This design comes from an exercise in tuning for small area, a short achievable clock period and few clock cycles per item on the open sky130 flow, not from production work.
No run shown here included a check of the RTL's function; only the layout flow was run.

`flow/config.mk`:
```
export PLATFORM = sky130hd
export DESIGN_NAME = kiln_pe
export DESIGN_NICKNAME = kiln_pe
export VERILOG_FILES = /design/flow/design.v
export SDC_FILE = /design/flow/constraint.sdc
export NUM_CORES = 4
export LEC_CHECK = 0
export ABC_AREA = 1
export CAP_MARGIN = 50
export CORE_MARGIN = 2
export CORE_UTILIZATION = 40
export SLEW_MARGIN = 80
```
`flow/constraint.sdc`:
```
create_clock -name core_clock -period 32.0 [get_ports {clk}]
set_input_delay 6.4000 -clock core_clock [delete_from_list [all_inputs] [get_ports {clk}]]
set_output_delay 6.4000 -clock core_clock [all_outputs]
set_load 0.01 [all_outputs]
```
`flow/design.v`:
```
module kiln_pe_lzc #(
    parameter W  = 24,
    parameter CW = 5
) (
    input  wire [W-1:0]  x,
    output reg  [CW-1:0] cnt
);
    integer i;
    always @* begin
        cnt = W[CW-1:0];
        for (i = 0; i < W; i = i + 1)
            if (x[i]) cnt = CW'(W - 1 - i);
    end
endmodule
module kiln_pe_fpdec (
    input  wire [3:0]        fmt,
    input  wire [15:0]       x,
    input  wire [7:0]        scale,
    output reg               sign,
    output reg  [10:0]       sig,
    output wire [3:0]        lz,
    output reg  signed [9:0] ex,
    output reg               is_inf,
    output reg               is_nan,
    output reg               is_zero
);
    reg [7:0]        e;       
    reg [7:0]        ee;      
    reg signed [9:0] k;       
    always @* begin
        sign   = 1'b0;
        sig    = 11'd0;
        e      = 8'd0;
        k      = 10'sd0;
        is_inf = 1'b0;
        is_nan = 1'b0;
        case (fmt)
            4'h0: begin  
                sign = x[7];
                sig  = {x[7] ? 8'd0 - x[7:0] : x[7:0], 3'd0};
            end
            4'h1: begin  
                sig  = {x[7:0], 3'd0};
            end
            4'h7: begin  
                sign   = x[15];
                e      = {3'd0, x[14:10]};
                sig    = {(x[14:10] != 5'd0), x[9:0]};
                k      = -10'sd77;
                is_inf = (x[14:10] == 5'h1F) && (x[9:0] == 10'd0);
                is_nan = (x[14:10] == 5'h1F) && (x[9:0] != 10'd0);
            end
            4'h8: begin  
                sign   = x[15];
                e      = x[14:7];
                sig    = {(x[14:7] != 8'd0), x[6:0], 3'd0};
                k      = -10'sd189;
                is_inf = (x[14:7] == 8'hFF) && (x[6:0] == 7'd0);
                is_nan = (x[14:7] == 8'hFF) && (x[6:0] != 7'd0);
            end
            4'h9: begin  
                sign   = x[7];
                e      = {4'd0, x[6:3]};
                sig    = {(x[6:3] != 4'd0), x[2:0], 7'd0};
                k      = -10'sd69;
                is_nan = (x[6:0] == 7'h7F);
            end
            4'hA: begin  
                sign   = x[7];
                e      = {3'd0, x[6:2]};
                sig    = {(x[6:2] != 5'd0), x[1:0], 8'd0};
                k      = -10'sd77;
                is_inf = (x[6:2] == 5'h1F) && (x[1:0] == 2'd0);
                is_nan = (x[6:2] == 5'h1F) && (x[1:0] != 2'd0);
            end
            default: begin  
                sign   = x[3];
                e      = {6'd0, x[2:1]};
                sig    = {(x[2:1] != 2'd0), x[0], 9'd0};
                k      = -10'sd63;
            end
        endcase
        ee = (e == 8'd0) ? 8'd1 : e;
        ex = $signed({2'd0, ee}) + $signed({2'd0, scale}) + k;
        is_zero = (sig == 11'd0) && !is_inf && !is_nan;
        if (scale == 8'hFF) begin
            is_nan  = 1'b1;
            is_inf  = 1'b0;
            is_zero = 1'b0;
        end
    end
    kiln_pe_lzc #(.W(11), .CW(4)) u_lz (.x(sig), .cnt(lz));
endmodule
module kiln_pe (
    input  wire        clk,
    input  wire        rst,           
    input  wire        in_valid,      
    input  wire        in_first,      
    input  wire        in_last,       
    input  wire [3:0]  fmt_a,
    input  wire [3:0]  fmt_b,
    input  wire [15:0] a,
    input  wire [15:0] b,
    input  wire [7:0]  scale_a,
    input  wire [7:0]  scale_b,
    input  wire [31:0] in_init,       
    output reg         out_valid,
    output wire [31:0] out_acc,
    output wire        out_knv,       
    output wire        out_kof,       
    output wire        out_iov        
);
    localparam [31:0] QNAN = 32'h7FC0_0000;
    reg        r_v, r_f, r_l;
    reg [3:0]  r_fa, r_fb;
    reg [15:0] r_a, r_b;
    reg [7:0]  r_sa, r_sb;
    reg [31:0] r_init;
    always @(posedge clk) begin
        if (rst) begin
            r_v <= 1'b0;
            r_f <= 1'b0;
            r_l <= 1'b0;
        end else begin
            r_v <= in_valid;
            r_f <= in_valid & in_first;
            r_l <= in_valid & in_last;
        end
        r_fa   <= fmt_a;
        r_fb   <= fmt_b;
        r_a    <= a;
        r_b    <= b;
        r_sa   <= scale_a;
        r_sb   <= scale_b;
        r_init <= in_init;
    end
    wire is_int = (r_fa[3:1] == 3'b000);
    wire is_lns = (r_fa == 4'hC);
    wire               da_s, db_s, da_inf, db_inf, da_nan, db_nan, da_z, db_z;
    wire [10:0]        da_sig, db_sig;
    wire [3:0]         da_lz, db_lz;
    wire signed [9:0]  da_x, db_x;
    kiln_pe_fpdec u_deca (
        .fmt(r_fa), .x(r_a), .scale(r_sa), .sign(da_s), .sig(da_sig), .lz(da_lz), .ex(da_x),
        .is_inf(da_inf), .is_nan(da_nan), .is_zero(da_z)
    );
    kiln_pe_fpdec u_decb (
        .fmt(r_fb), .x(r_b), .scale(r_sb), .sign(db_s), .sig(db_sig), .lz(db_lz), .ex(db_x),
        .is_inf(db_inf), .is_nan(db_nan), .is_zero(db_z)
    );
    wire [21:0] fsig = da_sig * db_sig;
    wire [5:0]        la = r_a[5:0];
    wire [5:0]        lb = r_b[5:0];
    wire signed [5:0] lq = {la[4], la[4:0]} + {lb[4], lb[4:0]};
    reg  [23:0]       lm;
    always @* begin
        case (lq[1:0])
            2'd0:    lm = 24'h80_0000;
            2'd1:    lm = 24'h98_37F0;
            2'd2:    lm = 24'hB5_04F3;
            default: lm = 24'hD7_44FD;
        endcase
    end
    wire l_nan  = (la == 6'h30) || (lb == 6'h30) || (r_sa == 8'hFF) || (r_sb == 8'hFF);
    wire l_zero = (la == 6'h10) || (lb == 6'h10);
    wire [23:0]        u_m  = is_lns ? lm : {2'b00, fsig};
    wire signed [10:0] base = is_lns
        ? $signed({{7{lq[5]}}, lq[5:2]}) + $signed({3'd0, r_sa}) + $signed({3'd0, r_sb}) - 11'sd127
        : $signed({da_x[9], da_x}) + $signed({db_x[9], db_x});
    wire [4:0]         lzab = is_lns ? 5'd0 : {1'b0, da_lz} + {1'b0, db_lz} + 5'd2;
    wire signed [10:0] t    = base - 11'sd1 - $signed({6'd0, lzab});
    wire [4:0]         s1   = !t[10] ? lzab : base[4:0] - 5'd1;
    wire [23:0]        v    = u_m << s1;
    wire               one  = !v[23] && (t > 11'sd0);
    wire [23:0]        n_m  = one ? {v[22:0], 1'b0} : v;
    wire signed [10:0] e0   = t[10] ? 11'sd1 : t + 11'sd1;
    wire [8:0]         e0s  = (e0 > 11'sd256) ? 9'd256 : e0[8:0];
    wire [8:0]         e1s  = (t > 11'sd256) ? 9'd256 : t[8:0];
    wire [8:0]         n_e  = one ? e1s : e0s;
    wire [10:0] rsh = 11'sd1 - base;
    wire [4:0]  rs  = (rsh > 11'd26) ? 5'd27 : rsh[4:0];
    reg  [26:0] dn;
    reg         dst;
    integer     j;
    always @* begin
        dn  = {u_m, 3'b000};
        dst = 1'b0;
        for (j = 0; j < 5; j = j + 1)
            if (rs[j]) begin
                dst = dst | |(dn & ((27'd1 << (1 << j)) - 27'd1));
                dn  = dn >> (1 << j);
            end
    end
    reg         p_s, p_nan, p_gnan, p_inf;
    reg [23:0]  p_m;
    reg [8:0]   p_e;
    reg [2:0]   p_t;
    always @* begin
        p_nan  = 1'b0;
        p_gnan = 1'b0;
        p_inf  = 1'b0;
        p_t    = 3'd0;
        if (base < 11'sd1) begin
            p_m = dn[26:3];
            p_t = {dn[2:1], dn[0] | dst};
            p_e = 9'd1;
        end else begin
            p_m = n_m;
            p_e = n_e;
        end
        if (is_lns) begin
            p_s   = la[5] ^ lb[5];
            p_nan = l_nan;
            if (l_zero) begin
                p_s = 1'b0;
                p_m = 24'd0;
                p_e = 9'd0;
                p_t = 3'd0;
            end
        end else begin
            p_s    = da_s ^ db_s;
            p_gnan = !da_nan && !db_nan && ((da_inf && db_z) || (da_z && db_inf));
            p_nan  = da_nan || db_nan || p_gnan;
            p_inf  = !p_nan && (da_inf || db_inf);
            if (da_z || db_z) begin
                p_m = 24'd0;
                p_e = 9'd0;
                p_t = 3'd0;
            end
        end
        if (is_int)
            p_m = {8'd0, fsig[21:6]};
        if (!r_v) begin
            p_s    = 1'b1;
            p_m    = 24'd0;
            p_e    = 9'd0;
            p_t    = 3'd0;
            p_nan  = 1'b0;
            p_gnan = 1'b0;
            p_inf  = 1'b0;
        end
    end
    reg        q_v, q_f, q_l, q_int;
    reg        q_s, q_nan, q_gnan, q_inf;
    reg [23:0] q_m;
    reg [8:0]  q_e;
    reg [2:0]  q_t;
    always @(posedge clk) begin
        if (rst) begin
            q_v <= 1'b0;
            q_f <= 1'b0;
            q_l <= 1'b0;
        end else begin
            q_v <= r_v;
            q_f <= r_f;
            q_l <= r_l;
        end
        if (r_v)
            q_int <= is_int;
        q_s    <= p_s;
        q_nan  <= p_nan;
        q_gnan <= p_gnan;
        q_inf  <= p_inf;
        q_m    <= p_m;
        q_e    <= p_e;
        q_t    <= p_t;
    end
    reg [31:0] acc, res;
    reg        acc_h;         
    reg        knv, kof, iov;
    wire [32:0] isum = {acc[31], acc} + {{16{q_s}}, {1'b0, q_m[15:0]} ^ {17{q_s}}} + {32'd0, q_s};
    wire        iovf = isum[32] ^ isum[31];
    wire        a_s   = acc[31];
    wire [7:0]  a_ef  = acc[30:23];
    wire        a_sub = !acc_h;
    wire        a_max = (a_ef == 8'hFF);
    wire        a_nan = a_max && (acc[22:0] != 23'd0);
    wire        a_inf = a_max && (acc[22:0] == 23'd0);
    wire [8:0]  a_e   = {1'b0, a_ef[7:1], a_ef[0] | a_sub};
    wire [26:0] A     = {!a_sub, acc[22:0], 3'd0};
    wire [26:0] P     = {q_m, q_t};
    wire        sub   = a_s ^ q_s;
    wire [9:0]  d_pa  = {1'b0, q_e} - {1'b0, a_e};
    wire [9:0]  d_ap  = {1'b0, a_e} - {1'b0, q_e};
    wire        pgt   = d_ap[9];             
    wire        agt   = d_pa[9];             
    wire        near  = sub && ((d_pa == 10'd0) || (d_pa == 10'd1) || (d_pa == 10'h3FF));
    wire [8:0]  x_e   = pgt ? q_e : a_e;
    wire        f_xs  = pgt ? q_s : a_s;
    wire [26:0] f_x   = pgt ? P : A;
    wire [26:0] f_y   = pgt ? A : P;
    wire [9:0]  d     = pgt ? d_pa : d_ap;
    wire [4:0]  ash   = (d > 10'd26) ? 5'd27 : d[4:0];
    reg  [26:0] yal;
    reg         yst;
    integer     k;
    always @* begin
        yal = f_y;
        yst = 1'b0;
        for (k = 0; k < 5; k = k + 1)
            if (ash[k]) begin
                yst = yst | |(yal & ((27'd1 << (1 << k)) - 27'd1));
                yal = yal >> (1 << k);
            end
    end
    wire [26:0] f_ya  = {yal[26:1], yal[0] | yst};
    wire [27:0] fsum  = {1'b0, f_x} + ({1'b0, f_ya} ^ {28{sub}}) + {27'd0, sub};
    wire        f_l1  = sub && !fsum[26];
    wire [23:0] f_m   = fsum[27] ? fsum[27:4] : f_l1 ? fsum[25:2] : fsum[26:3];
    wire        f_g   = fsum[27] ? fsum[3]    : f_l1 ? fsum[1]    : fsum[2];
    wire        f_st  = fsum[27] ? |fsum[2:0] : f_l1 ? fsum[0]    : |fsum[1:0];
    wire [9:0]  f_e   = fsum[27] ? {1'b0, x_e} + 10'd1 : f_l1 ? {1'b0, x_e} - 10'd1 : {1'b0, x_e};
    wire [26:0] A1    = pgt ? {1'b0, A[26:1]} : A;
    wire [26:0] P1    = agt ? {1'b0, P[26:2], P[1] | P[0]} : P;
    wire [27:0] n1    = {1'b0, P} - {1'b0, A1};
    wire [27:0] n2    = {1'b0, A} - {1'b0, P1};
    wire        use1  = pgt || (!agt && !n1[27]);
    wire [26:0] nd    = use1 ? n1[26:0] : n2[26:0];
    wire        n_s   = use1 ? q_s : a_s;
    wire [26:0] lcap;
    genvar gk;
    generate
        for (gk = 0; gk < 27; gk = gk + 1) begin : g_lcap
            assign lcap[gk] = (x_e == 9'd27 - gk);
        end
    endgenerate
    wire [4:0]  nn_lz;
    kiln_pe_lzc #(.W(27), .CW(5)) u_lzs (.x(nd | lcap), .cnt(nn_lz));
    wire [26:0] nl    = nd << nn_lz;
    wire [9:0]  nn_e  = {1'b0, x_e} - {5'd0, nn_lz};
    wire [23:0] r_m   = near ? nl[26:3] : f_m;
    wire        r_g   = near ? nl[2]    : f_g;
    wire        r_st  = near ? |nl[1:0] : f_st;
    wire [9:0]  r_e   = near ? nn_e     : f_e;
    wire        r_zero = near ? (nd == 27'd0) : (fsum == 28'd0);
    wire        r_s   = r_zero ? (a_s & q_s) : near ? n_s : f_xs;
    wire        up    = r_g & (r_st | r_m[0]);
    wire [7:0]  r_ef  = r_m[23] ? r_e[7:0] : 8'd0;
    wire [30:0] rnd   = {r_ef, r_m[22:0]} + {30'd0, up};
    wire        big   = r_m[23] && (r_e >= 10'd255);
    wire        ovf   = big || (rnd[30:23] == 8'hFF);
    reg [31:0] f_res;
    reg        f_nv, f_of, f_h;
    always @* begin
        f_h  = 1'b1;
        f_nv = 1'b0;
        f_of = 1'b0;
        if (q_nan || a_nan) begin
            f_res = QNAN;
            f_nv  = q_gnan && !a_nan;
        end else if (a_inf && q_inf && (a_s != q_s)) begin
            f_res = QNAN;
            f_nv  = 1'b1;
        end else if (a_inf || q_inf) begin
            f_res = {a_inf ? a_s : q_s, 8'hFF, 23'd0};
        end else if (big) begin
            f_res = {r_s, 8'hFF, 23'd0};
            f_of  = 1'b1;
        end else begin
            f_res = {r_s, rnd};
            f_of  = ovf;
            f_h   = r_m[23] | rnd[23];
        end
    end
    wire [31:0] nxt = q_int ? isum[31:0] : f_res;
    always @(posedge clk) begin
        res <= nxt;
        acc <= r_f ? r_init : nxt;
        acc_h <= r_f ? (r_init[30:23] != 8'd0) : f_h;
        if (q_int) begin
            knv <= 1'b0;
            kof <= 1'b0;
            iov <= (q_f ? 1'b0 : iov) | iovf;
        end else begin
            knv <= (q_f ? 1'b0 : knv) | f_nv;
            kof <= (q_f ? 1'b0 : kof) | f_of;
            iov <= 1'b0;
        end
    end
    always @(posedge clk) begin
        if (rst)
            out_valid <= 1'b0;
        else
            out_valid <= q_v & q_l;
    end
    assign out_acc = res;
    assign out_knv = knv;
    assign out_kof = kof;
    assign out_iov = iov;
endmodule
```
`flow/run.sh`:
```
#!/bin/bash
# synth_recipe.tcl (not shown) runs the flow's synth.tcl, then flattens the netlist and writes it again
# the make line also repeats each setting of config.mk as NAME=value (left out here)
make -C /OpenROAD-flow-scripts/flow DESIGN_CONFIG=/design/flow/config.mk WORK_HOME=/design/flow/orfs CLKGATE_MAP_FILE= SYNTH_SCRIPT=/design/flow/synth_recipe.tcl finish
```
==> results of run 1 <==
[final timing paths]
check	start	to	slack (ps)	cells past startpoint
setup / recovery	acc_h$_DFF_P_	kof$_SDFF_PP0_	21090	74
setup reg to reg	acc_h$_DFF_P_	kof$_SDFF_PP0_	21090	74
hold / removal	r_l$_SDFF_PP0_	q_l$_SDFF_PP0_	400	2
hold reg to reg	r_l$_SDFF_PP0_	q_l$_SDFF_PP0_	400	2
[sequential cells by signal, indices dropped and copies added, names as in the netlist, 3 cells and up]
signal and cells:
q_t 3, r_fb 4, r_sb 8, res 32, r_fa 4, r_a 16, q_e 9, acc 32
r_b 16, r_init 32, r_sa 8, q_m 24
[placed cells by master (no fill, tap or decap), drive strengths merged, types with 103 or more instances in the layout]
cell and instances:
nand2 1403, inv 743, nand3 483, nor2 449, o21ai 441, a21oi 294
ha 278, dfxtp 203, xor2 172, clkdlybuf4s50 138, buf 132, fa 103
[stage by stage]
| step | hold slack (ps) | setup WS (ps) |
|---|---|---|
| CTS | 403 | 21100 |
| detailed placement | 395 | 21170 |
| finish | 402 | 21090 |
| floorplan | 388 | 23260 |
| global placement | 395 | 20310 |
| global route | 411 | 20200 |
[routing by layer]
| metal | GRT usage [%] | routed length (um) | vias to the layer above |
|---|---|---|---|
| met2 | 48.1 | 56600 | 1705 |
| met5 | 0 | 0 | - |
| li1 | - | - | 17500 |
| met3 | 4.68 | 11800 | 269 |
| met1 | 46.0 | 61400 | 17200 |
| met4 | 11.0 | 5600 | 0 |
[worst max-delay path: cells and delay by family (launching register included)]
kind / cells / cell delay [ps]
xor+xnor: 2 / 390
compound gates: 11 / 1670
buf+inv: 9 / 1580
simple gates: 48 / 5700
flops: 1 / 380
fa+ha+maj: 4 / 1060
[cell families (layout without fill, tap and decap cells)]
group / after synthesis / in the layout / synth area share, %
fa+ha+maj: 381 / 381 / 17.3
simple gates: 2556 / 2556 / 34.2
flops: 204 / 204 / 12.7
buf+inv: 935 / 1082 / 12.0
mux: 20 / 20 / 0.635
compound gates: 964 / 964 / 17.3
xor+xnor: 215 / 215 / 5.86
other cells: 0 / 1 / 0
[cell usage after synthesis (8+ instances only)]
master,n,area [sq um]
inv_1,726,2730
nand3_2,20,200
o21ai_2,11,96.3
o2111ai_1,10,87.6
clkinv_1,15,56.3
nor3_1,63,315
and2_1,10,62.6
a31oi_1,40,250
nand2_1,1370,5140
o21bai_1,32,240
or2_2,28,175
dfxtp_1,203,4060
fa_1,103,2060
o22ai_2,8,100
nand4_1,64,400
xor2_1,172,1510
xnor2_1,43,377
o211ai_1,13,97.6
o21ai_1,31,155
nor2_2,16,100
ha_1,278,3480
nor2_1,427,1600
o22ai_1,17,106
nand3_1,462,2310
nor4_1,33,206
a21o_1,10,75.1
buf_4,27,203
nand2_2,30,188
a211oi_1,20,150
buf_6,19,214
o221ai_1,8,70.1
clkbuf_1,93,349
o31ai_1,11,82.6
buf_2,22,110
o21ai_0,399,2000
inv_2,16,60.1
a21oi_1,288,1440
mux2i_1,19,190
o21a_1,9,67.6
[cell type report]
| class | count | area (sq um) |
|---|---|---|
| fill | 8281 | 40500 |
| multi-input combinational | 4136 | 26900 |
| sequential | 204 | 4170 |
| inverter | 758 | 2950 |
| timing repair buffer | 279 | 2540 |
| tap | 1050 | 1310 |
| clock buffer | 32 | 734 |
| clock inverter | 13 | 154 |
| antenna | 1 | 2.50 |
==> results.toml, run 1 <==
[floorplanning]
die_width_um = 287
core_sq_um = 79300
start_util_pct = 40.5
row_count = 103
die_area_sq_um = 82600
pin_count = 129
die-height_um = 287

[yosys]
synth.distinct_cells = 80
yosys_warnings = 4
synthFlopType = "dfxtp_1"
synth_area_sq_um = 32100
netlist_instances = 5275
synth-seq-cells = 204
synth_fp_nets = 5749
ys_seq_area_share_pct = 12.7
avgSynthCellArea_sq_um = 6.09
synthArstFlopShare_pct = 0
synth-edff-count = 1

[place]
place_area_sq_um = 37100
gp_congestion = 1.04
portBuffers = 128
placed_cells = 6415
hpwlAfterDp_um = 112000

[sta]
timing.final.max_slew_violations = 0
max_slew.worst_pin.slew_ps = 322
rsz0062_at_grt = "false"
timing_hold_violations_final = 0
fin_tns_setup_ps = 0
fin_crit_ps = 10910
clock_skew_ps = 28.3
slew_headroom_pct = 78.5
finalSetupViolCount = 0
timing.final.crit_share_pct = 34.1
max_freq_ghz = 0.0917

[worst_setup_path]
end_kind = "flip-flop"
cp_slowest_cell = "fa_1"
required_ps = 32510
worstSetupPathType = "flip-flop to flip-flop"
path_max_fanout = 35
crit_top_cell = "nand2_1"
start_kind = "flip-flop"
arrival_ps = 11420
cpPeakStageDelay_ps = 420

[hold_path]
hold_path.class = "flip-flop to flip-flop"

[layout]
fin_nets = 5878
fin_cells = 6473
finalInstanceArea_sq_um = 38800
fin_util_pct = 49.0
area_growth_pct = 20.8
drive_gt1_share_pct = 14.6

[global_routing]
overflow = 0
grt_pass1_wl_um = 204000
track_usage_pct = 31.9
grt_pass1_vias = 33900
grt_antenna_before_repair = 2
grt_max_degree = 44

[clock_network]
cts_setup_buffers = 0
cts_root_buf = "clkbuf_16"
htreeDepth = 1
cts_hold_buf = 0
cts.path.max_buffers = 3
cts_tree = "yes"
ctsResizeCount = 0
clock_latency_ps = 590
clkTransAtPathRegs_ps = 80
clock_sinks = 204
cts_buffers = 25

[drt]
dr.pass1.iters = 6
drc = 0
via_per_inst = 5.66
postRouteAntennaNets = 0
vias = 36700
drt-total-wl_um = 135000
wl_per_cell_um = 20.9
drt_iter0_drc = 4472

[run_status]
status = "finished clean"

[job]
cap_violations = 0
==> inputs of run 2 (changes only) <==
--- a/flow/config.mk
+++ b/flow/config.mk
@@ -7,6 +7,6 @@
 export LEC_CHECK = 0
 export ABC_AREA = 1
-export CAP_MARGIN = 50
+export CAP_MARGIN = 20
 export CORE_MARGIN = 2
 export CORE_UTILIZATION = 40
-export SLEW_MARGIN = 80
+export SLEW_MARGIN = 20
==> results.toml, run 2 <==
[yosys]
synth_fp_nets = 5749
yosysMostFrequentCell = "nand2_1"
ys_seq_area_share_pct = 12.7
synth-seq-cells = 204
netlist_instances = 5275
synth_top_area_share_pct = 16.0
synthFlopType = "dfxtp_1"
synth_area_sq_um = 32100
synthArstFlopShare_pct = 0
synth.area.top_cells = "nand2_1 (16%), dfxtp_1 (13%), ha_1 (11%)"
synthTopCellsByCount = "nand2_1 (1370), inv_1 (726), nand3_1 (462), nor2_1 (427), o21ai_0 (399)"
synth.distinct_cells = 80
synth-edff-count = 1
yosys.area.top_type = "nand2_1"
yosys_warnings = 4
avgSynthCellArea_sq_um = 6.09

[worst_setup_path]
path_max_fanout = 82
regToRegStartpoint = "q_e[5]$_SDFF_PN0_"
start_kind = "flip-flop"
crit_top_cell = "nand2_1"
cp_slowest_cell = "nand3_2"
cpPeakStageDelay_ps = 760
worstSetupPathType = "flip-flop to flip-flop"
crit_start = "q_e[5]$_SDFF_PN0_"
crit_family = "simple AND/OR/NAND/NOR gates"
worst-path-buf-inv = 6
required_ps = 32490
arrival_ps = 12760
end_kind = "flip-flop"

[layout]
reg_top3 = "acc x32, r_init x32, res x32"
n_fill_cell = 8623
mostFrequentLayoutCells = "nand2_1 (1370), inv_1 (726), nand3_1 (462)"
final_common_cell = "nand2_1"
area_growth_pct = 8.98
n_antenna_cell = 0
drive_gt1_share_pct = 4.70
fin_nets = 5773
fin_util_pct = 44.2

[clock_network]
clock_sinks = 204
ctsResizeCount = 0
cts_tree = "yes"
cts_buffers = 24
clock_latency_ps = 580
cts_setup_buffers = 0
cts_root_buf = "clkbuf_16"
cts.path.max_buffers = 3
htreeDepth = 1
cts_hold_buf = 0
clkTransAtPathRegs_ps = 60

[place]
gp_congestion = 1.04
portBuffers = 128
hpwlAfterDp_um = 110000

[hold_path]
hp-start = "r_l$_SDFF_PP0_"
hold_path.class = "flip-flop to flip-flop"

[drt]
drc = 0
postRouteAntennaNets = 0
drt_iter0_drc = 4217
drt-total-wl_um = 133000
wl_per_cell_um = 20.9
vias = 35800
dr.pass1.iters = 6
via_per_inst = 5.63

[sta]
fin_crit_ps = 12280
clock_skew_ps = 36.2
timing.final.max_slew_violations = 0
max_slew.worst_pin.slew_ps = 1130
rsz0062_at_grt = "false"
timing_hold_violations_final = 0
finalSetupViolCount = 0
timing.final.crit_share_pct = 38.4
max_freq_ghz = 0.0815
slew_headroom_pct = 24.2
fin_tns_setup_ps = 0

[global_routing]
track_usage_pct = 31.5
grt_pass1_vias = 33100
grt_pass1_wl_um = 201000
grt_antenna_before_repair = 3
grt_max_degree = 83
overflow = 0

[job]
cap_violations = 0

[floorplanning]
row_count = 103
core_sq_um = 79300
die_width_um = 287
die-height_um = 287
pin_count = 129
die_area_sq_um = 82600
start_util_pct = 40.5

[run_status]
status = "finished clean"
run 2: area by class of cell:
class / instances / area [sq um] / share of cell area [%]
clock inverter: 15 / 272 / 0.776
clock buffer: 28 / 656 / 1.87
timing repair buffer: 175 / 1630 / 4.67
tap: 1050 / 1310 / 3.75
sequential: 204 / 4100 / 11.7
multi-input combinational: 4136 / 24200 / 69.1
inverter: 758 / 2850 / 8.14
run 2: final timing paths:
path | endpoint | slack, ps | cells after the start
min reg2reg | q_l$_SDFF_PP0_ | 400 | 2
max reg2reg | kof$_SDFF_PP0_ | 19720 | 72
max | kof$_SDFF_PP0_ | 19720 | 72
min | q_l$_SDFF_PP0_ | 400 | 2
run 2: through the flow:
stage | instance area (sq um) | hold slack (ps) | setup WS, ps | std cells
after floorplan | 32100 | 388 | 23260 | 5275
after global placement | 34100 | 395 | 20310 | 6322
after detailed placement | 34100 | 395 | 20150 | 6322
final | 35000 | 402 | 19720 | 6366
after CTS | 35000 | 403 | 20070 | 6365
after global routing | 35000 | 410 | 18400 | 6366
run 2: worst reg2reg max path: cells and delay by family (launching register included):
kind                     cells  cell delay [ps]
adder cells (fa/ha/maj)      3             1010
flip-flops                   1              530
buffers and inverters        6             2210
XOR/XNOR                     1              320
AO/OA/AOI/OAI                7             1170
AND/OR/NAND/NOR             55             6930
run 2: cells by family after synthesis:
| family | after synthesis | share of synthesized area, % |
|---|---|---|
| flops | 204 | 12.7 |
| simple gates | 2556 | 34.2 |
| xor+xnor | 215 | 5.86 |
| fa+ha+maj | 381 | 17.3 |
| compound gates | 964 | 17.3 |
| buf+inv | 935 | 12.0 |
| mux | 20 | 0.635 |
run 2: routing by layer:
metal / vias to the layer above / global-route usage [%] / share of wire (%)
li1: 17300 / - / -
met1: 16600 / 45.6 / 46
met2: 1667 / 47.6 / 42
met3: 235 / 4.43 / 8.6
met4: 0 / 10.2 / 3.6
met5: - / 0 / 0
==> inputs of run 3 (changes only) <==
==> flow/flow/run.sh (new file) <==
#!/bin/bash
# The standard layout, with timing repair aiming for 21 ns of setup slack.
set -euo pipefail
bash standard.sh SETUP_SLACK_MARGIN=21 finish > standard.log 2>&1
==> flow/standard.sh (new file) <==
#!/bin/bash
# synth_recipe.tcl (not shown) runs the flow's synth.tcl, then flattens the netlist and writes it again
# the make line also repeats each setting of config.mk as NAME=value (left out here)
make -C /OpenROAD-flow-scripts/flow DESIGN_CONFIG=/design/flow/config.mk WORK_HOME=/design/flow/orfs CLKGATE_MAP_FILE= SYNTH_SCRIPT=/design/flow/synth_recipe.tcl "${@:-finish}"
removed: flow/run.sh
==> results.toml, run 3 <==
[place]
portBuffers = 128
hpwlAfterDp_um = 110000
gp_congestion = 1.04

[drt]
drc = 0
wl_per_cell_um = 21.2
drt_iter0_drc = 4437
dr.pass1.iters = 9
drt-total-wl_um = 136000
via_per_inst = 5.68
vias = 36400
postRouteAntennaNets = 0

[floorplanning]
die_width_um = 287
pin_count = 129
core_sq_um = 79300
die-height_um = 287
row_count = 103
start_util_pct = 40.5
die_area_sq_um = 82600

[hold_path]
hp-start = "r_l$_SDFF_PP0_"
hold_path.class = "flip-flop to flip-flop"
whs_path_depth = 2

[worst_setup_path]
crit_start = "q_e[7]$_SDFF_PN0_"
arrival_ps = 10810
end_kind = "flip-flop"
worst-path-buf-inv = 7
regToRegStartpoint = "q_e[7]$_SDFF_PN0_"
cp_slowest_cell = "a21oi_2"
cp_num_cells = 63
start_kind = "flip-flop"
required_ps = 32480
reg2regPathDepth = 63
path_max_fanout = 25
r2r_setup_slack_ps = 21670
crit_top_cell = "nand2_1"
cp-endpoint = "kof$_SDFF_PP0_"
reg2reg_to = "kof$_SDFF_PP0_"
cpPeakStageDelay_ps = 470
crit_family = "simple AND/OR/NAND/NOR gates"
worstSetupPathType = "flip-flop to flip-flop"

[clock_network]
cts_hold_buf = 0
cts_buffers = 24
cts_root_buf = "clkbuf_16"
clock_latency_ps = 590
cts.path.max_buffers = 3
cts_tree = "yes"
htreeDepth = 1
clock_sinks = 204
clkTransAtPathRegs_ps = 60

[yosys]
synthTopCellsByCount = "nand2_1 (1370), inv_1 (726), nand3_1 (462), nor2_1 (427), o21ai_0 (399)"
yosys.area.top_type = "nand2_1"
synth_top_area_share_pct = 16.0
synthArstFlopShare_pct = 0
yosysMostFrequentCell = "nand2_1"
yosys_warnings = 4
avgSynthCellArea_sq_um = 6.09
netlist_instances = 5275
synth_fp_nets = 5749
ys_seq_area_share_pct = 12.7
synth.distinct_cells = 80
synth.area.top_cells = "nand2_1 (16%), dfxtp_1 (13%), ha_1 (11%)"
synth_area_sq_um = 32100
synth-seq-cells = 204
synth-edff-count = 1
synthFlopType = "dfxtp_1"

[sta]
timing.final.crit_share_pct = 32.3
max_freq_ghz = 0.0968
holdWs_ps = 402
slew_headroom_pct = 24.3
timing_hold_violations_final = 0
clock_skew_ps = 36.6
fin_crit_ps = 10330
rsz0062_at_grt = "true"
max_slew.worst_pin.slew_ps = 1140
finalSetupViolCount = 0
timing.final.max_slew_violations = 0
fin_tns_setup_ps = 0

[layout]
reg_top3 = "acc x32, r_init x32, res x32"
mostFrequentLayoutCells = "nand2_1 (1364), inv_1 (724), nand3_1 (462)"
multiInputGateArea_sq_um = 24400
area_growth_pct = 11.1
n_fill_cell = 8566
n_antenna_cell = 0
final_common_cell = "nand2_1"
fin_nets = 5818
seqCellArea_sq_um = 4100
drive_gt1_share_pct = 5.99

[run_status]
status = "finished clean"

[global_routing]
overflow = 0
grt_antenna_before_repair = 4
grt_pass1_wl_um = 201000
grt_pass1_vias = 33100
track_usage_pct = 31.6
grt_max_degree = 83

[job]
cap_violations = 0
==> run 3: cell counts after synthesis <==
No cell type changed its count.
==> run 3: stage by stage <==
step | area (sq um) | std cells | worst slack [ps] | utilization (%)
global route | 35700 | 6411 | 20930 | 45.0
finish | 35700 | 6411 | 21670 | 45.0
global placement | 34100 | 6322 | 20310 | 43.0
CTS | 35100 | 6368 | 20990 | 44.2
detailed placement | 34100 | 6322 | 20150 | 43.0
floorplan | 32100 | 5275 | 23260 | -
==> run 3: how the worst min path moves through the flow <==
stage | end | slack [ps]
2_1_floorplan | q_l$_SDFF_PP0_ | 390
3_3_place_gp | q_l$_SDFF_PP0_ | 390
3_5_place_dp | q_l$_SDFF_PP0_ | 390
4_1_cts | q_l$_SDFF_PP0_ | 400
5_1_grt | q_l$_SDFF_PP0_ | 410
6_report | q_l$_SDFF_PP0_ | 400
==> run 3: timing repair <==
| item | CTS | global route |
|---|---|---|
| gates resized for setup | 11 | 64 |
| pin swaps | 1 | 10 |
| setup endpoints to repair | 74 | 99 |
| buffers inserted | 1 | 29 |
| cloned | 2 | 13 |
==> run 3: logic make-up (layout without fill, tap and decap cells) <==
| group | after synthesis | after routing | share of synthesized area, % |
|---|---|---|---|
| AOI/OAI and AO/OA | 964 | 964 | 17.3 |
| xor gates and xnor gates | 215 | 215 | 5.86 |
| adders and majority gates | 381 | 381 | 17.3 |
| buffers and inverters | 935 | 1014 | 12.0 |
| DFF | 204 | 204 | 12.7 |
| muxes | 20 | 20 | 0.635 |
| and+or+nand+nor | 2556 | 2563 | 34.2 |
==> run 3: worst reg2reg max path: cells and delay by family, from the launching register on <==
kind	cells	cell delay (ps)
xor+xnor	1	270
buf+inv	7	1180
fa+ha+maj	2	590
simple gates	40	4810
flops	1	450
compound gates	13	2930
==> run 3: metal layers <==
metal	vias up	wire, um	global-route usage [%]	part of all wire, %
li1	17400	-	-	-
met1	16800	61300	45.8	45
met2	1874	56400	47.7	41
met3	266	13400	4.49	9.8
met4	2	5020	10.4	3.7
met5	-	13	0	0.0096
==> run 3: layout make-up <==
type	instances	area share, %
clock inverters	15	0.761
repair buffers	208	5.50
multi-input cells	4143	68.5
flip-flops and latches	204	11.5
well taps	1050	3.68
inverters	758	8.10
repair inverters	5	0.102
clock buffers	28	1.84
==> inputs of run 4 (changes only) <==
==> flow/flow/run.sh (replaced) <==
#!/bin/bash
# The standard layout, with timing repair aiming for 23 ns of setup slack.
set -euo pipefail
bash standard.sh SETUP_SLACK_MARGIN=23 finish > standard.log 2>&1
==> results.toml, run 4 <==
[clock_network]
cts.path.max_buffers = 3
cts_buffers = 24
htreeDepth = 1
cts_hold_buf = 0
clkTransAtPathRegs_ps = 60
clock_latency_ps = 580
clock_sinks = 204
cts_root_buf = "clkbuf_16"
cts_tree = "yes"

[worst_setup_path]
worstSetupPathType = "flip-flop to flip-flop"
end_kind = "flip-flop"
regToRegStartpoint = "q_e[6]$_SDFF_PN0_"
start_kind = "flip-flop"
path_max_fanout = 18
required_ps = 32500
cpPeakStageDelay_ps = 410
cp_slowest_cell = "dfxtp_4"
crit_start = "q_e[6]$_SDFF_PN0_"
arrival_ps = 9550

[place]
place_area_sq_um = 34100
portBuffers = 128
hpwlAfterDp_um = 110000
gp_congestion = 1.04

[sta]
slew_headroom_pct = 12.3
max_slew.worst_pin.slew_ps = 1310
rsz0062_at_grt = "true"
fin_crit_ps = 9050
fin_tns_setup_ps = 0
finalSetupViolCount = 0
timing.final.crit_share_pct = 28.3
clock_skew_ps = 33.7
holdWs_ps = 402
timing.final.max_slew_violations = 0
max_freq_ghz = 0.110
timing_hold_violations_final = 0

[drt]
drt-total-wl_um = 143000
drc = 0
dr.pass1.iters = 8
drt_iter0_drc = 4910
wl_per_cell_um = 21.6
vias = 38000
via_per_inst = 5.74
postRouteAntennaNets = 0

[yosys]
synthFlopType = "dfxtp_1"
synth-edff-count = 1
synth-seq-cells = 204
synthArstFlopShare_pct = 0
synth_area_sq_um = 32100
yosys_warnings = 4
synthTopCellsByCount = "nand2_1 (1370), inv_1 (726), nand3_1 (462), nor2_1 (427), o21ai_0 (399)"
netlist_instances = 5275
synth.area.top_cells = "nand2_1 (16%), dfxtp_1 (13%), ha_1 (11%)"
synth.distinct_cells = 80
synth_fp_nets = 5749
yosysMostFrequentCell = "nand2_1"
avgSynthCellArea_sq_um = 6.09
ys_seq_area_share_pct = 12.7
yosys.area.top_type = "nand2_1"
synth_top_area_share_pct = 16.0

[floorplanning]
core_sq_um = 79300
pin_count = 129
start_util_pct = 40.5
row_count = 103
die_width_um = 287
die-height_um = 287
die_area_sq_um = 82600

[hold_path]
hold_path.class = "flip-flop to flip-flop"
hp-start = "r_l$_SDFF_PP0_"

[layout]
finalInstanceArea_sq_um = 39500
n_antenna_cell = 0
final_common_cell = "nand2_1"
reg_top3 = "acc x32, r_init x32, res x32"
n_fill_cell = 8198
seqCellArea_sq_um = 4140
area_growth_pct = 23.1
multiInputGateArea_sq_um = 26200
mostFrequentLayoutCells = "nand2_1 (1296), inv_1 (692), nor2_1 (399)"
drive_gt1_share_pct = 15.5
fin_nets = 6026

[job]
cap_violations = 0

[global_routing]
grt_antenna_before_repair = 2
grt_pass1_wl_um = 209000
grt_max_degree = 48
overflow = 0
track_usage_pct = 32.8
grt_pass1_vias = 34100

[run_status]
status = "finished clean"
-- run 4: cell counts after synthesis --
Identical to the previous run, type by type.
-- run 4: metrics by stage --
stage / utilization (%) / worst slack, ps / instances
4_1_cts: 46.3 / 23000 / 6454
6_report: 49.9 / 22950 / 6619
2_1_floorplan: - / 23260 / 5275
3_3_place_gp: 43.0 / 20310 / 6322
5_1_grt: 49.9 / 22500 / 6619
3_5_place_dp: 43.0 / 20150 / 6322
-- run 4: layout make-up --
cell class / count / share of cell area [%]
Clock inverter: 15 / 0.687
Inverter: 758 / 7.62
Tap cell: 1050 / 3.32
Sequential cell: 204 / 10.5
Timing Repair Buffer: 402 / 9.63
Clock buffer: 28 / 1.66
Multi-Input combinational cell: 4148 / 66.3
Timing Repair inverter: 14 / 0.269
-- run 4: cells by family (layout without fill, tap and decap cells) --
logic type,count (synthesis),count (layout),share of synthesized area [%]
AO/OA/AOI/OAI,964,964,17.3
XOR/XNOR,215,215,5.86
adder cells (fa/ha/maj),381,381,17.3
buffers and inverters,935,1217,12.0
flip-flops,204,204,12.7
multiplexers,20,20,0.635
AND/OR/NAND/NOR,2556,2568,34.2
-- run 4: path summary, 6_finish.rpt --
kind	end	slack [ps]	cells after the start
worst max-delay path	kof$_SDFF_PP0_	22950	67
worst min-delay path	q_l$_SDFF_PP0_	400	2
worst max register to register	kof$_SDFF_PP0_	22950	67
worst min register to register	q_l$_SDFF_PP0_	400	2
-- run 4: what timing repair did --
item	CTS	global route
gates resized for setup	228	393
pin swaps	36	161
cloned	25	13
endpoints found under the setup margin	102	102
setup buffers	64	151
-- run 4: critical path, delay by kind of cell (launching register included) --
kind,cells,cell delay (ps)
simple gates,47,5180
fa+ha+maj,2,690
flops,1,410
buf+inv,6,980
xor+xnor,1,240
compound gates,11,1390
-- run 4: routing by layer --
metal | track usage, % | vias to the layer above | part of all wire (%)
met5 | 0 | - | 0
met1 | 47.1 | 17500 | 44
met3 | 5.32 | 387 | 10
met2 | 49.1 | 2196 | 41
met4 | 11.9 | 0 | 4.5
li1 | - | 17900 | -
==> inputs of run 5 (changes only) <==
--- a/flow/config.mk
+++ b/flow/config.mk
@@ -6,5 +6,4 @@
 export NUM_CORES = 4
 export LEC_CHECK = 0
-export ABC_AREA = 1
 export CAP_MARGIN = 20
 export CORE_MARGIN = 2
==> results.toml, run 5 <==
[worst_setup_path]
end_kind = "flip-flop"
cp-endpoint = "kof$_SDFF_PP0_"
start_kind = "flip-flop"
reg2reg_to = "kof$_SDFF_PP0_"
cpPeakStageDelay_ps = 590
cp_slowest_cell = "nor3_1"
path_max_fanout = 12
arrival_ps = 10140
crit_top_cell = "buf_4"
cp_num_cells = 40
crit_family = "compound AO/OA/AOI/OAI gates"
reg2regPathDepth = 40
required_ps = 32480
worst-path-buf-inv = 9
crit_start = "acc[23]$_DFF_P_"
worstSetupPathType = "flip-flop to flip-flop"
r2r_setup_slack_ps = 22340
regToRegStartpoint = "acc[23]$_DFF_P_"

[global_routing]
grt_max_degree = 50
track_usage_pct = 33.5
grt_pass1_vias = 36100
overflow = 0
grt_antenna_before_repair = 4
grt_pass1_wl_um = 224000

[yosys]
synthTopCellsByCount = "nand2_1 (562), nor2_1 (389), inv_1 (324), a21oi_1 (322), ha_1 (278)"
synthArstFlopShare_pct = 0
synth_top_area_share_pct = 12.0
synth.distinct_cells = 130
synth_fp_nets = 5151
ys_seq_area_share_pct = 12.1
synth.area.top_cells = "dfxtp_1 (12%), ha_1 (10%), nand2_1 (6.2%)"
yosys.area.top_type = "dfxtp_1"
synth-seq-cells = 204
netlist_instances = 4677
synth-edff-count = 1
yosys_warnings = 4
avgSynthCellArea_sq_um = 7.26
synth_area_sq_um = 33900
yosysMostFrequentCell = "nand2_1"
synthFlopType = "dfxtp_1"

[clock_network]
clkTransAtPathRegs_ps = 70
cts_buffers = 26
clock_sinks = 204
htreeDepth = 1
clock_latency_ps = 600
cts.path.max_buffers = 3
cts_hold_buf = 0
cts_tree = "yes"
cts_root_buf = "clkbuf_16"

[sta]
clock_skew_ps = 38.2
max_slew.worst_pin.slew_ps = 1230
fin_crit_ps = 9660
fin_tns_setup_ps = 0
max_freq_ghz = 0.104
timing_hold_violations_final = 0
rsz0062_at_grt = "true"
slew_headroom_pct = 17.9
timing.final.max_slew_violations = 0
timing.final.crit_share_pct = 30.2
finalSetupViolCount = 0

[hold_path]
hold_path.class = "flip-flop to flip-flop"
hp-start = "q_l$_SDFF_PP0_"

[layout]
fin_util_pct = 51.5
final_common_cell = "nand2_1"
mostFrequentLayoutCells = "nand2_1 (536), nor2_1 (377), inv_1 (312)"
finalInstanceArea_sq_um = 43200
drive_gt1_share_pct = 21.0
fin_cells = 6150
fin_nets = 5472
reg_top3 = "acc x32, r_init x32, res x32"
area_growth_pct = 27.3

[place]
hpwlAfterDp_um = 114000
place_area_sq_um = 36600
gp_congestion = 1.03
portBuffers = 128
placed_cells = 5785

[floorplanning]
die-height_um = 295
die_area_sq_um = 87200
pin_count = 129
die_width_um = 295
core_sq_um = 83800
start_util_pct = 40.5
row_count = 106

[drt]
wl_per_cell_um = 25.0
vias = 38600
drt-total-wl_um = 154000
via_per_inst = 6.28
drt_iter0_drc = 4092
postRouteAntennaNets = 0
drc = 0
dr.pass1.iters = 8

[job]
cap_violations = 0

[run_status]
status = "finished clean"
## run 5: cell count changes after synthesis, moves of 53 or more
cell      previous run  this run
a21o_1              10        87
mux2_2               0        80
inv_1              726       324
xnor2_1             43       149
clkbuf_1            93       154
nand3_1            462       149
nand2_1           1370       562
nor3_1              63       117
mux2i_1             19       172
nor2b_1              0        53
and3_1               2        67
o21ai_0            399       264
xor2_1             172        92
## run 5: kinds of logic (layout without fill, tap and decap cells)
family | Yosys count | count (layout) | share of synthesized area [%]
AND/OR/NAND/NOR | 1691 | 1706 | 24.1
XOR/XNOR | 241 | 241 | 6.22
other | 0 | 1 | 0
multiplexers | 257 | 257 | 8.02
adder cells (fa/ha/maj) | 381 | 381 | 16.3
AO/OA/AOI/OAI | 1341 | 1344 | 26.7
flip-flops | 204 | 204 | 12.1
buffers and inverters | 562 | 882 | 6.61
## run 5: worst reg2reg max path: cells and delay by family, from the launching register on
family	cells	cell delay, ps
AO/OA/AOI/OAI	14	3540
XOR/XNOR	2	320
adder cells (fa/ha/maj)	3	820
buffers and inverters	9	1230
flip-flops	1	370
multiplexers	1	130
AND/OR/NAND/NOR	11	3180
## run 5: how the worst min path moves through the flow
stage	endpoint	slack (ps)	cells past startpoint
floorplan	out_valid$_SDFF_PP0_	400	2
global placement	out_valid$_SDFF_PP0_	410	2
detailed placement	out_valid$_SDFF_PP0_	400	2
CTS	out_valid$_SDFF_PP0_	420	2
global route	out_valid$_SDFF_PP0_	440	2
finish	out_valid$_SDFF_PP0_	420	2
## run 5: metal layers
metal | share of wire [%] | track usage, % | up-vias
li1 | - | - | 17700
met1 | 38 | 39.9 | 18200
met2 | 44 | 52.5 | 2170
met3 | 9.6 | 7.96 | 610
met4 | 8.7 | 24.7 | 6
met5 | 0.076 | 0.665 | -
## run 5: layout make-up
class	count	area (sq um)
Clock buffer	33	738
Sequential cell	204	4150
Tap cell	1134	1420
Timing Repair Buffer	503	4700
Fill cell	8188	40600
Multi-Input combinational cell	3929	30700
Clock inverter	12	168
Antenna cell	1	2.50
Inverter	334	1290
## run 5: repair_timing
| action | CTS | global route |
|---|---|---|
| gates resized for setup | 379 | 256 |
| pin swaps | 112 | 143 |
| setup endpoints to repair | 102 | 99 |
| buffers inserted | 164 | 125 |
| gates cloned | 20 | 10 |
## run 5: metrics by stage
step	setup slack (ps)	hold WS [ps]
floorplan	22750	395
global placement	19680	405
detailed placement	19540	405
CTS	22540	423
global route	22070	444
finish	22340	424
==> inputs of run 6 (changes only) <==
--- a/flow/design.v
+++ b/flow/design.v
@@ -13,4 +13,37 @@
     end
 endmodule
+module kiln_pe_cadd #(
+    parameter W = 28
+) (
+    input  wire [W-1:0] x,
+    input  wire [W-1:0] y,
+    output wire [W-1:0] s0,
+    output wire [W-1:0] s1
+);
+    localparam L = $clog2(W);
+    wire [W-1:0] p = x ^ y;
+    wire [W-1:0] gg [0:L];
+    wire [W-1:0] pp [0:L];
+    assign gg[0] = x & y;
+    assign pp[0] = p;
+    genvar l, i;
+    generate
+        for (l = 0; l < L; l = l + 1) begin : g_lvl
+            for (i = 0; i < W; i = i + 1) begin : g_bit
+                if (i >= (1 << l)) begin : g_op
+                    assign gg[l+1][i] = gg[l][i] | (pp[l][i] & gg[l][i - (1 << l)]);
+                    assign pp[l+1][i] = pp[l][i] & pp[l][i - (1 << l)];
+                end else begin : g_pass
+                    assign gg[l+1][i] = gg[l][i];
+                    assign pp[l+1][i] = pp[l][i];
+                end
+            end
+        end
+    endgenerate
+    wire [W-1:0] c0 = {gg[L][W-2:0], 1'b0};
+    wire [W-1:0] c1 = {gg[L][W-2:0] | pp[L][W-2:0], 1'b1};
+    assign s0 = p ^ c0;
+    assign s1 = p ^ c1;
+endmodule
 module kiln_pe_fpdec (
     input  wire [3:0]        fmt,
@@ -311,11 +344,11 @@
     wire        f_st  = fsum[27] ? |fsum[2:0] : f_l1 ? fsum[0]    : |fsum[1:0];
     wire [9:0]  f_e   = fsum[27] ? {1'b0, x_e} + 10'd1 : f_l1 ? {1'b0, x_e} - 10'd1 : {1'b0, x_e};
-    wire [26:0] A1    = pgt ? {1'b0, A[26:1]} : A;
-    wire [26:0] P1    = agt ? {1'b0, P[26:2], P[1] | P[0]} : P;
-    wire [27:0] n1    = {1'b0, P} - {1'b0, A1};
-    wire [27:0] n2    = {1'b0, A} - {1'b0, P1};
-    wire        use1  = pgt || (!agt && !n1[27]);
-    wire [26:0] nd    = use1 ? n1[26:0] : n2[26:0];
-    wire        n_s   = use1 ? q_s : a_s;
+    wire [26:0] n_x   = agt ? A : P;
+    wire [26:0] n_y   = pgt ? {1'b0, A[26:1]} : agt ? {1'b0, P[26:2], P[1] | P[0]} : A;
+    wire [27:0] n_s0, n_s1;
+    kiln_pe_cadd #(.W(28)) u_nadd (.x({1'b0, n_x}), .y(~{1'b0, n_y}), .s0(n_s0), .s1(n_s1));
+    wire        n_neg = n_s1[27];
+    wire [26:0] nd    = n_neg ? ~n_s0[26:0] : n_s1[26:0];
+    wire        n_s   = (n_neg || agt) ? a_s : q_s;
     wire [26:0] lcap;
     genvar gk;
==> flow/flow/run.sh (replaced) <==
#!/bin/bash
# The standard layout, with timing repair aiming for 25 ns of setup slack.
set -euo pipefail
bash standard.sh SETUP_SLACK_MARGIN=25 finish > standard.log 2>&1
--- a/flow/config.mk
+++ b/flow/config.mk
@@ -6,4 +6,5 @@
 export NUM_CORES = 4
 export LEC_CHECK = 0
+export ABC_AREA = 1
 export CAP_MARGIN = 20
 export CORE_MARGIN = 2
==> results.toml, run 6 <==
[yosys]
synth_compound_area_share_pct = 17.7
yosysMostFrequentCell = "nand2_1"
synth_top_family_by_area = "simple AND/OR/NAND/NOR gates"
synth_simple_gate_area_share_pct = 34.5
synthArstFlopShare_pct = 0
synth_fp_nets = 5746
synth_area_sq_um = 31600
ys_seq_area_share_pct = 12.9
synthMuxAreaShare_pct = 0.392
synth-seq-cells = 204
synth_xor_area_share_pct = 5.84
synth_fa_ha_area_share_pct = 16.6
yosys.area.top_type = "nand2_1"
synth-edff-count = 1
synth.distinct_cells = 73
netlist_instances = 5294
synth_top_area_share_pct = 17.4
synthTopCellsByCount = "nand2_1 (1463), inv_1 (732), nand3_1 (452), o21ai_0 (409), nor2_1 (406)"
yosys_warnings = 5
avgSynthCellArea_sq_um = 5.97
synthFlopType = "dfxtp_1"
synth.area.top_cells = "nand2_1 (17%), dfxtp_1 (13%), ha_1 (10%)"

[run_status]
status = "finished clean"

[floorplanning]
start_util_pct = 40.2
core_sq_um = 78600
row_count = 103
die-height_um = 285
die_width_um = 285
pin_count = 129
die_area_sq_um = 81300

[sta]
fin_crit_ps = 9250
clock_skew_ps = 19.9
timing_hold_violations_final = 0
max_slew.worst_pin.slew_ps = 1090
timing.final.max_slew_violations = 0
max_freq_ghz = 0.108
timing.final.crit_share_pct = 28.9
slew_headroom_pct = 26.8
finalSetupViolCount = 0
fin_tns_setup_ps = 0
holdWs_ps = 406
rsz0062_at_grt = "true"

[clock_network]
cts_buffers = 24
clock_latency_ps = 570
clkTransAtPathRegs_ps = 60
cts_root_buf = "clkbuf_16"
htreeDepth = 1
clock_sinks = 204
cts_hold_buf = 0
cts.path.max_buffers = 3
cts_tree = "yes"

[layout]
drive_gt1_share_pct = 24.4
fin_cells = 6798
fin_nets = 6184
reg_top3 = "acc x32, r_init x32, res x32"
mostFrequentLayoutCells = "nand2_1 (1315), inv_1 (648), nand3_1 (369)"
n_fill_cell = 7897
area_growth_pct = 33.3
finalInstanceArea_sq_um = 42200
n_antenna_cell = 0
final_common_cell = "nand2_1"

[drt]
postRouteAntennaNets = 0
dr.pass1.iters = 6
drt-total-wl_um = 144000
drt_iter0_drc = 4484
drc = 0
wl_per_cell_um = 21.1
via_per_inst = 5.71
vias = 38800

[worst_setup_path]
crit_top_cell = "nand2_2"
reg2reg_to = "kof$_SDFF_PP0_"
arrival_ps = 9690
crit_start = "acc[23]$_DFF_P_"
cpPeakStageDelay_ps = 380
cp_slowest_cell = "dfxtp_2"
regToRegStartpoint = "acc[23]$_DFF_P_"
r2r_setup_slack_ps = 22750
cp-endpoint = "kof$_SDFF_PP0_"
end_kind = "flip-flop"
path_max_fanout = 7
start_kind = "flip-flop"
worstSetupPathType = "flip-flop to flip-flop"
reg2regPathDepth = 74
required_ps = 32440

[global_routing]
track_usage_pct = 33.1
grt_pass1_wl_um = 210000
grt_pass1_vias = 35900
grt_antenna_before_repair = 1
grt_max_degree = 48
overflow = 0

[place]
placed_cells = 6326
portBuffers = 128
place_area_sq_um = 34000
hpwlAfterDp_um = 106000
gp_congestion = 1.04

[hold_path]
hold_path.class = "flip-flop to flip-flop"

[job]
cap_violations = 0
## run 6: cell types whose count changed after synthesis, moves of 53 or more
cell	before	now
nor2b_1	53	0
nor3_1	117	52
o21ai_0	264	409
xor2_1	92	167
nand2_1	562	1463
mux2i_1	172	11
and3_1	67	6
a21o_1	87	8
mux2_2	80	0
xnor2_1	149	44
inv_1	324	732
nand3_1	149	452
## run 6: worst max-delay path: cells and delay by family, from the launching register on
kind / cells / cell delay, ps
AOI/OAI and AO/OA: 10 / 1650
and+or+nand+nor: 50 / 4790
adders and majority gates: 4 / 970
DFF: 1 / 380
xor gates and xnor gates: 2 / 350
buffers and inverters: 8 / 940
## run 6: area by class of cell
cell class / count / area [sq um] / share of cell area, %
sequential: 204 / 4200 / 9.96
timing repair inverter: 15 / 135 / 0.320
inverter: 775 / 3160 / 7.50
timing repair buffer: 564 / 5210 / 12.4
multi-input combinational: 4148 / 27300 / 64.7
clock buffer: 31 / 688 / 1.63
clock inverter: 11 / 156 / 0.371
tap: 1050 / 1310 / 3.11
## run 6: cell families (layout without fill, tap and decap cells)
logic type / count (synthesis) / in the layout
AOI/OAI and AO/OA: 984 / 984
xor gates and xnor gates: 211 / 211
muxes: 12 / 12
DFF: 204 / 204
and+or+nand+nor: 2570 / 2582
adders and majority gates: 359 / 359
buffers and inverters: 954 / 1396
## run 6: how the worst min path moves through the flow
stage / slack [ps] / from / to / cells after the start
2_1_floorplan: 390 / r_l$_SDFF_PP0_ / q_l$_SDFF_PP0_ / 2
3_3_place_gp: 390 / r_l$_SDFF_PP0_ / q_l$_SDFF_PP0_ / 2
3_5_place_dp: 400 / r_l$_SDFF_PP0_ / q_l$_SDFF_PP0_ / 2
4_1_cts: 410 / q_l$_SDFF_PP0_ / out_valid$_SDFF_PP0_ / 2
5_1_grt: 420 / r_l$_SDFF_PP0_ / q_l$_SDFF_PP0_ / 2
6_report: 410 / q_l$_SDFF_PP0_ / out_valid$_SDFF_PP0_ / 2
## run 6: per-layer routing
metal	global-route usage, %	wire length [um]	vias up	share of wire (%)
met2	51.2	61300	2048	43
met3	6.06	14600	410	10
met1	45.0	60500	18200	42
li1	-	-	18200	-
met5	0	19	-	0.013
met4	14.4	7220	2	5.0
## run 6: what timing repair did
action / CTS / global route
setup buffers: 288 / 99
gates resized for setup: 801 / 403
cloned: 38 / 5
endpoints found under the setup margin: 138 / 138
pin swaps: 186 / 223
## run 6: through the flow
step           util, %  setup WS (ps)
3_3_place_gp      43.3          20870
5_1_grt           53.7          22290
4_1_cts           50.7          23260
3_5_place_dp      43.3          20690
2_1_floorplan        -          24300
6_report          53.7          22750
==> inputs of run 7 (changes only) <==
--- a/flow/design.v
+++ b/flow/design.v
@@ -4,12 +4,32 @@
 ) (
     input  wire [W-1:0]  x,
-    output reg  [CW-1:0] cnt
+    output wire [CW-1:0] cnt
 );
-    integer i;
+    localparam G = (W + 3) / 4;
+    wire [4*G-1:0] xp = {x, {(4*G-W){1'b1}}};
+    wire [G-1:0]   nz;
+    wire [2*G-1:0] gl;
+    genvar i;
+    generate
+        for (i = 0; i < G; i = i + 1) begin : g_grp
+            wire [3:0] q = xp[4*G-1-4*i -: 4];
+            assign nz[i] = |q;
+            assign gl[2*i +: 2] = q[3] ? 2'd0 : q[2] ? 2'd1 : q[1] ? 2'd2 : 2'd3;
+        end
+    endgenerate
+    reg [4:0] hi;
+    reg [1:0] lo;
+    integer k;
     always @* begin
-        cnt = W[CW-1:0];
-        for (i = 0; i < W; i = i + 1)
-            if (x[i]) cnt = CW'(W - 1 - i);
+        hi = G[4:0];
+        lo = 2'd0;
+        for (k = G - 1; k >= 0; k = k - 1)
+            if (nz[k]) begin
+                hi = k[4:0];
+                lo = gl[2*k +: 2];
+            end
     end
+    wire [6:0] full = {hi, lo};
+    assign cnt = full[CW-1:0];
 endmodule
 module kiln_pe_cadd #(
@@ -370,7 +390,10 @@
     wire        up    = r_g & (r_st | r_m[0]);
     wire [7:0]  r_ef  = r_m[23] ? r_e[7:0] : 8'd0;
-    wire [30:0] rnd   = {r_ef, r_m[22:0]} + {30'd0, up};
+    wire [30:0] rbase = {r_ef, r_m[22:0]};
+    wire [30:0] rinc  = rbase + 31'd1;
+    wire [30:0] rnd   = up ? rinc : rbase;
+    wire        ones  = &r_m[22:0];
     wire        big   = r_m[23] && (r_e >= 10'd255);
-    wire        ovf   = big || (rnd[30:23] == 8'hFF);
+    wire        ovf   = big || (r_m[23] && (r_e == 10'd254) && ones && up);
     reg [31:0] f_res;
     reg        f_nv, f_of, f_h;
@@ -393,5 +416,5 @@
             f_res = {r_s, rnd};
             f_of  = ovf;
-            f_h   = r_m[23] | rnd[23];
+            f_h   = r_m[23] | (ones & up);
         end
     end
==> flow/flow/run.sh (replaced) <==
#!/bin/bash
# The standard layout, with timing repair aiming for 23 ns of setup slack.
set -euo pipefail
bash standard.sh SETUP_SLACK_MARGIN=23 finish > standard.log 2>&1
==> results.toml, run 7 <==
[run_status]
status = "finished clean"

[global_routing]
busiest_layer = "met2"
grt_pass1_wl_um = 207000
track_usage_pct = 31.4
met1_usage_pct = 44.7
grt_pass1_vias = 34700
grt_antenna_before_repair = 5
grt_use_met2_pct = 48.4
overflow = 0
grt.met3_usage_pct = 5.17
grt_max_degree = 77

[layout]
reg_top3 = "acc x32, r_init x32, res x32"
n_fill_cell = 8847
final_common_cell = "nand2_1"
mostFrequentLayoutCells = "nand2_1 (1566), inv_1 (701), nor2_1 (439)"
drive_gt1_share_pct = 9.89
fin_nets = 6157
n_antenna_cell = 0
area_growth_pct = 15.9

[yosys]
synthTopCellsByCount = "nand2_1 (1607), inv_1 (737), nor2_1 (464), o21ai_0 (462), nand3_1 (447)"
synth-edff-count = 1
ys_seq_area_share_pct = 12.5
yosys_warnings = 5
synth-seq-cells = 204
synth_area_sq_um = 32700
synth.distinct_cells = 69
synthArstFlopShare_pct = 0
synth_top_area_share_pct = 18.5
avgSynthCellArea_sq_um = 5.87
yosysMostFrequentCell = "nand2_1"
synth.area.top_cells = "nand2_1 (18%), dfxtp_1 (12%), ha_1 (9.8%)"
yosys.area.top_type = "nand2_1"
netlist_instances = 5564
synth_fp_nets = 6016
synthFlopType = "dfxtp_1"

[clock_network]
htreeDepth = 1
cts_buffers = 24
cts.path.max_buffers = 3
clock_sinks = 204
cts_root_buf = "clkbuf_16"
clkTransAtPathRegs_ps = 60
clock_latency_ps = 570
cts_tree = "yes"

[sta]
rsz0062_at_grt = "false"
timing.final.max_slew_violations = 0
clock_skew_ps = 26.5
max_slew.worst_pin.slew_ps = 1050
slew_headroom_pct = 28.9
max_freq_ghz = 0.116
fin_tns_setup_ps = 0
finalSetupViolCount = 0
timing.final.crit_share_pct = 27.0
fin_crit_ps = 8630
timing_hold_violations_final = 0

[worst_setup_path]
path_max_fanout = 6
regToRegStartpoint = "r_b[3]$_DFF_P_"
r2r_setup_slack_ps = 23370
crit_start = "r_b[3]$_DFF_P_"
reg2reg_to = "q_m[9]$_SDFF_PN0_"
worstSetupPathType = "flip-flop to flip-flop"
cp-endpoint = "q_m[9]$_SDFF_PN0_"
required_ps = 32400
crit_top_cell = "nand2_1"
end_kind = "flip-flop"
reg2regPathDepth = 51
arrival_ps = 9030
start_kind = "flip-flop"
cp_slowest_cell = "fa_2"
cpPeakStageDelay_ps = 580

[drt]
dr.pass1.iters = 7
wl_per_cell_um = 20.7
vias = 38300
drt-total-wl_um = 140000
drt_iter0_drc = 4492
via_per_inst = 5.64
postRouteAntennaNets = 0
drc = 0

[hold_path]
hold_path.class = "flip-flop to flip-flop"

[place]
portBuffers = 128
gp_congestion = 1.03
hpwlAfterDp_um = 112000

[floorplanning]
core_sq_um = 80700
die_width_um = 290
row_count = 104
pin_count = 129
die-height_um = 290
start_util_pct = 40.5
die_area_sq_um = 84000

[job]
cap_violations = 0
-- run 7: cell types whose count changed after synthesis, sizes merged, moves of 12 or more --
cell | before | now
nand2 | 1493 | 1637
xor2 | 167 | 155
o21ai | 478 | 499
nor2 | 424 | 488
nand4 | 57 | 88
a21oi | 284 | 299
-- run 7: kinds of logic (layout without fill, tap and decap cells) --
group	count (synthesis)	after routing	share of synthesized area, %
buffers and inverters	956	1107	11.6
xor gates and xnor gates	195	195	5.23
DFF	204	204	12.5
and+or+nand+nor	2832	2839	37.1
AOI/OAI and AO/OA	1006	1007	17.2
adders and majority gates	359	359	16.1
muxes	12	12	0.367
-- run 7: what timing repair did --
item                       CTS  global route
buffers inserted            33            79
resized for setup          102           258
gates cloned                 5            15
setup endpoints to repair  102           102
hold buffers                 0             0
pin swaps                   13            64
-- run 7: worst min path at each step --
| stage | cells after the start | start | endpoint |
|---|---|---|---|
| detailed placement | 2 | r_l$_SDFF_PP0_ | q_l$_SDFF_PP0_ |
| CTS | 2 | r_l$_SDFF_PP0_ | q_l$_SDFF_PP0_ |
| global placement | 2 | r_l$_SDFF_PP0_ | q_l$_SDFF_PP0_ |
| finish | 2 | q_l$_SDFF_PP0_ | out_valid$_SDFF_PP0_ |
| global route | 2 | r_l$_SDFF_PP0_ | q_l$_SDFF_PP0_ |
| floorplan | 2 | r_l$_SDFF_PP0_ | q_l$_SDFF_PP0_ |
-- run 7: layer usage --
layer | vias to the layer above | wire length, um | part of all wire [%]
met3 | 253 | 14300 | 10
met4 | 8 | 4560 | 3.2
met1 | 17800 | 62300 | 44
met2 | 1793 | 59200 | 42
li1 | 18400 | - | -
met5 | - | 54 | 0.038
-- run 7: through the flow --
| stage | cell area (sq um) | instances | util (%) | hold WS [ps] | setup slack [ps] |
|---|---|---|---|---|---|
| floorplan | 32700 | 5564 | - | 388 | 23760 |
| global placement | 34700 | 6607 | 43.1 | 391 | 20060 |
| detailed placement | 34700 | 6607 | 43.1 | 405 | 20210 |
| CTS | 36100 | 6689 | 44.8 | 417 | 23000 |
| global route | 37900 | 6783 | 47.0 | 438 | 22960 |
| finish | 37900 | 6783 | 47.0 | 419 | 23370 |
-- run 7: final cells by class --
cell class | count | area (sq um) | share of cell area, %
clock buffers | 29 | 639 | 1.69
inverters | 772 | 3020 | 7.97
repair buffers | 286 | 2740 | 7.22
multi-input cells | 4412 | 25800 | 68.2
repair inverters | 5 | 32.5 | 0.0859
flip-flops and latches | 204 | 4130 | 10.9
clock inverters | 15 | 169 | 0.446
well taps | 1060 | 1330 | 3.50
-- run 7: worst max-delay path: cells and delay by family, from the launching register on --
kind	cells	cell delay (ps)
compound gates	14	1870
flops	1	390
fa+ha+maj	6	2720
xor+xnor	1	150
simple gates	21	2500
buf+inv	9	840

what the ideal ports hide:
Ports are ideal in the flow. The routed layouts listed here were re-timed in OpenROAD. Step 1: set_driving_cell puts a clkbuf_16 on clk and a buf_2 on each other input, an assumption about the parent block. Step 2 also shifts input and output timing later by t, the mid clock arrival at the registers, as if the neighbouring blocks saw the same clock. Three values: ideal ports, drivers, drivers and shift; two values: the first two.
| run | t, ns | setup slack, ns | worst setup path at the end | worst slew at a driven data input, ns |
|---|---|---|---|---|
| run 1 | 0.645 | 21.091 / 21.091 / 21.091 | register to register | 0.10 |
| run 2 | 0.633 | 19.723 / 19.723 / 19.723 | register to register | 0.10 |
| run 3 | 0.635 | 21.670 / 21.670 / 21.670 | register to register | 0.10 |
| run 4 | 0.636 | 22.946 / 22.946 / 22.946 | register to register | 0.11 |
| run 5 | 0.649 | 22.341 / 22.341 / 22.341 | register to register | 0.06 |
| run 6 | 0.623 | 22.755 / 22.755 / 22.755 | register to register | 0.10 |
| run 7 | 0.621 | 23.370 / 23.370 / 23.370 | register to register | 0.09 |
After both steps every run listed still meets setup and hold.
